This is an optimization exercise on Yosys and OpenROAD, whose aim is small area, a short achievable clock period and few clock cycles per item, not a production implementation. Function was checked by simulation only, so behaviour that the tests miss may differ from the original. Power figures rest on the tool's default switching activity, not on a simulated workload.

== old ==
Design anvil_bus_mac, start of the top module:
module anvil_bus_mac (
    input  wire        clk,
    input  wire        rst,
    input  wire        in_valid,
    output wire        in_ready,
    input  wire [39:0] in_sample,    
    input  wire [23:0] in_gain,      
    input  wire        in_last,
    output reg         out_valid,
    input  wire        out_ready,
    output reg  [39:0] out_value,    
    output reg         out_clip
);
Settings: LEC_CHECK=0, ABC_AREA=1, CAP_MARGIN=20, CORE_MARGIN=2, CORE_UTILIZATION=40, PLACE_DENSITY=0.6, SLEW_MARGIN=60, SYNTH_HIERARCHICAL=1; clock period 18.0 ns.
standard.sh (not shown) runs the stock make flow with config.mk's settings and CLKGATE_MAP_FILE= SYNTH_SCRIPT=/design/flow/synth_recipe.tcl, a recipe that flattens the netlist after the stock synthesis.
==> flow/flow/run.sh <==
#!/bin/bash
# The standard layout, except:
# - buffer_ports gives the ports sky130_fd_sc_hd__buf_2 buffers instead of
#   the delay buffers it picks by default (every port still gets a buffer);
# - repair_timing works to a setup slack margin, so that it improves the
#   paths that already meet the clock period. The clock, its period and the
#   constraints are the standard flow's.
set -euo pipefail
bash standard.sh "BUFFER_PORTS_ARGS=-buffer_cell sky130_fd_sc_hd__buf_2" "SETUP_SLACK_MARGIN=13.8" finish > standard.log 2>&1
The flow did not stop early for old: all stages ran, and the layout cleared the timing, DRC and antenna checks.
Testbench counts of old, summed over its fixed seeds: cycles 79,310, items 4,800.
## Diff of input files: new against old
# old
export LEC_CHECK = 0
export ABC_AREA = 1
export CAP_MARGIN = 20
export CORE_MARGIN = 2
export CORE_UTILIZATION = 40
export PLACE_DENSITY = 0.6
export SLEW_MARGIN = 60
export SYNTH_HIERARCHICAL = 1
create_clock -name core_clock -period 18.0 [get_ports {clk}]
# new
export LEC_CHECK = 0
export ABC_AREA = 1
export CAP_MARGIN = 20
export CORE_MARGIN = 2
export CORE_UTILIZATION = 50
export CTS_CLUSTER_DIAMETER = 100
export CTS_CLUSTER_SIZE = 24
export PLACE_DENSITY = 0.65
export SLEW_MARGIN = 20
export SYNTH_HIERARCHICAL = 1
create_clock -name core_clock -period 18.0 [get_ports {clk}]
diff --git a/flow/flow/run.sh b/flow/flow/run.sh
--- a/flow/flow/run.sh
+++ b/flow/flow/run.sh
@@ -9 +9 @@
-bash standard.sh "BUFFER_PORTS_ARGS=-buffer_cell sky130_fd_sc_hd__buf_2" "SETUP_SLACK_MARGIN=13.8" finish > standard.log 2>&1
+bash standard.sh "BUFFER_PORTS_ARGS=-buffer_cell sky130_fd_sc_hd__buf_2" "SETUP_SLACK_MARGIN=13.3" finish > standard.log 2>&1
### Flow results
The run showing the smaller non-clock buffer count in the final layout is new.
Vertical die dimension: new vs old down 10%
Diff old -> new | peak ir drop on the vdd network | increase of about 30%
The design area of new was superior to that of old.
Clock buffer count came out lower on new than on old.

--- another note on this design; it stands on its own ---

==> ember: inputs <==
## anvil_bus_mac
module anvil_bus_mac (
    input  wire        clk,
    input  wire        rst,
    input  wire        in_valid,
    output wire        in_ready,
    input  wire [39:0] in_sample,    
    input  wire [23:0] in_gain,      
    input  wire        in_last,
    output reg         out_valid,
    input  wire        out_ready,
    output reg  [39:0] out_value,    
    output reg         out_clip
);
export LEC_CHECK = 0
export ABC_AREA = 1
export CAP_MARGIN = 20
export CORE_MARGIN = 2
export CORE_UTILIZATION = 40
export PLACE_DENSITY = 0.6
export SLEW_MARGIN = 60
export SYNTH_HIERARCHICAL = 1
create_clock -name core_clock -period 18.0 [get_ports {clk}]
standard.sh (not shown) runs the stock make flow with config.mk's settings and CLKGATE_MAP_FILE= SYNTH_SCRIPT=/design/flow/synth_recipe.tcl, a recipe that flattens the netlist after the stock synthesis.
==> flow/flow/run.sh <==
#!/bin/bash
# The standard layout, except that buffer_ports gives the ports
# sky130_fd_sc_hd__buf_2 buffers instead of the delay buffers it picks by
# default. Every port still gets its own buffer.
set -euo pipefail
bash standard.sh "BUFFER_PORTS_ARGS=-buffer_cell sky130_fd_sc_hd__buf_2" finish > standard.log 2>&1
==> umber (differences from ember) <==
Settings changed: CORE_UTILIZATION 40 to 55, PLACE_DENSITY 0.6 to 0.7.
==> results.ini <==
[die]
core-area_um2=80550

[place]
dp.final_hpwl_mm=62.69

[final_layout]
final_cells=4120
multiInputGateArea_um2=21550

[drt]
routedWlPerCell_um=22.39
drtIter0Drc=2260

[pwr]
p_seq_mw=1.50
seqPwrFrac=0.230

[worst_setup_path]
crit_end=out_value[0]

[global_routing]
grt_use_met3=0.05472

[run_status]
status=finished clean

-- figures above: ember

==> results.ini <==
[run_status]
status=finished clean

[pwr]
p_seq_mw=1.49
seqPwrFrac=0.229

[global_routing]
grt_use_met3=0.1025

[place]
dp.final_hpwl_mm=62.00

[drt]
drtIter0Drc=2649

[worst_setup_path]
crit_end=m_k$_DFFE_PP_

-- figures above: umber

Testbench counts of ember, summed over its fixed seeds: cycles 79,310, items 4,800.
Testbench counts of umber, summed over its fixed seeds: cycles 79,310, items 4,800.

========
==> inputs of trial 14 <==
anvil_bus_mac, a different RTL version from the one above (not shown whole).
export LEC_CHECK = 0
export ABC_AREA = 1
export CAP_MARGIN = 20
export CORE_MARGIN = 2
export CORE_UTILIZATION = 40
export CTS_CLUSTER_DIAMETER = 150
export CTS_CLUSTER_SIZE = 32
export PLACE_DENSITY = 0.6
export SLEW_MARGIN = 60
export SYNTH_HIERARCHICAL = 1
create_clock -name core_clock -period 18.0 [get_ports {clk}]
==> flow/flow/run.sh <==
#!/bin/bash
# The standard layout, except:
# - buffer_ports gives the ports sky130_fd_sc_hd__buf_2 buffers instead of
#   the delay buffers it picks by default (every port still gets a buffer);
# - repair_timing works to a setup slack margin, so that it improves the
#   paths that already meet the clock period. The clock, its period and the
#   constraints are the standard flow's.
set -euo pipefail
bash standard.sh "BUFFER_PORTS_ARGS=-buffer_cell sky130_fd_sc_hd__buf_2" "SETUP_SLACK_MARGIN=13.3" finish > standard.log 2>&1
==> trial 4 (differences from trial 14) <==
--- a/flow/config.mk
+++ b/flow/config.mk
@@ -10,6 +10,6 @@
 export CORE_MARGIN = 2
 export CORE_UTILIZATION = 40
-export CTS_CLUSTER_DIAMETER = 150
-export CTS_CLUSTER_SIZE = 32
+export CTS_CLUSTER_DIAMETER = 100
+export CTS_CLUSTER_SIZE = 24
 export PLACE_DENSITY = 0.6
 export SLEW_MARGIN = 60
==> notes <==
In trial 14 the non-clock buffer count is higher than in trial 4, by 3.
In die area, trial 14 and trial 4 do not differ.
Flip-flop and latch count is the same in trial 14 and trial 4.
In combinational power, trial 4 and trial 14 hardly differ.
Between trial 14 and trial 4, the lower via count is in trial 14 (gap about 0.36%, measured against trial 4).
Testbench counts of trial 14, summed over its fixed seeds: cycles 79,310, items 4,800.
Testbench counts of trial 4, summed over its fixed seeds: cycles 79,310, items 4,800.

==> static timing again, ports no longer ideal <==
The flow's constraints put no driver on any port. The routed layouts listed below were extracted and timed again, unchanged, in two steps.
Step 1: set_driving_cell puts a clkbuf_16 on clk and a buf_2 on each other input, an assumption about the parent block.
Step 2 moves the port delays by t, midway between the first and last clock arrival at a register: inputs arrive t later, outputs are due t later. That takes back most of the time a late clock gives input paths.
Slacks: no drivers / after step 1 / after step 2; pairs: no drivers / after step 1.
run	t (ns)	setup slack, ns	cell pins on the clock port's net
old	0.632	13.215 / 13.150 / 13.361	1
new	0.628	13.281 / 13.221 / 12.939	1
ember	0.630	13.243 / 13.186 / 13.274	1
umber	0.626	13.145 / 13.145 / 13.145	1
trial 14	0.621	13.264 / 13.195 / 13.327	1
trial 4	0.618	13.255 / 13.188 / 13.326	1
After both steps setup and hold are still met in every run listed. For new, which loses most, drivers alone change the setup slack by -0.060 ns; drivers and shift together by -0.342 ns.
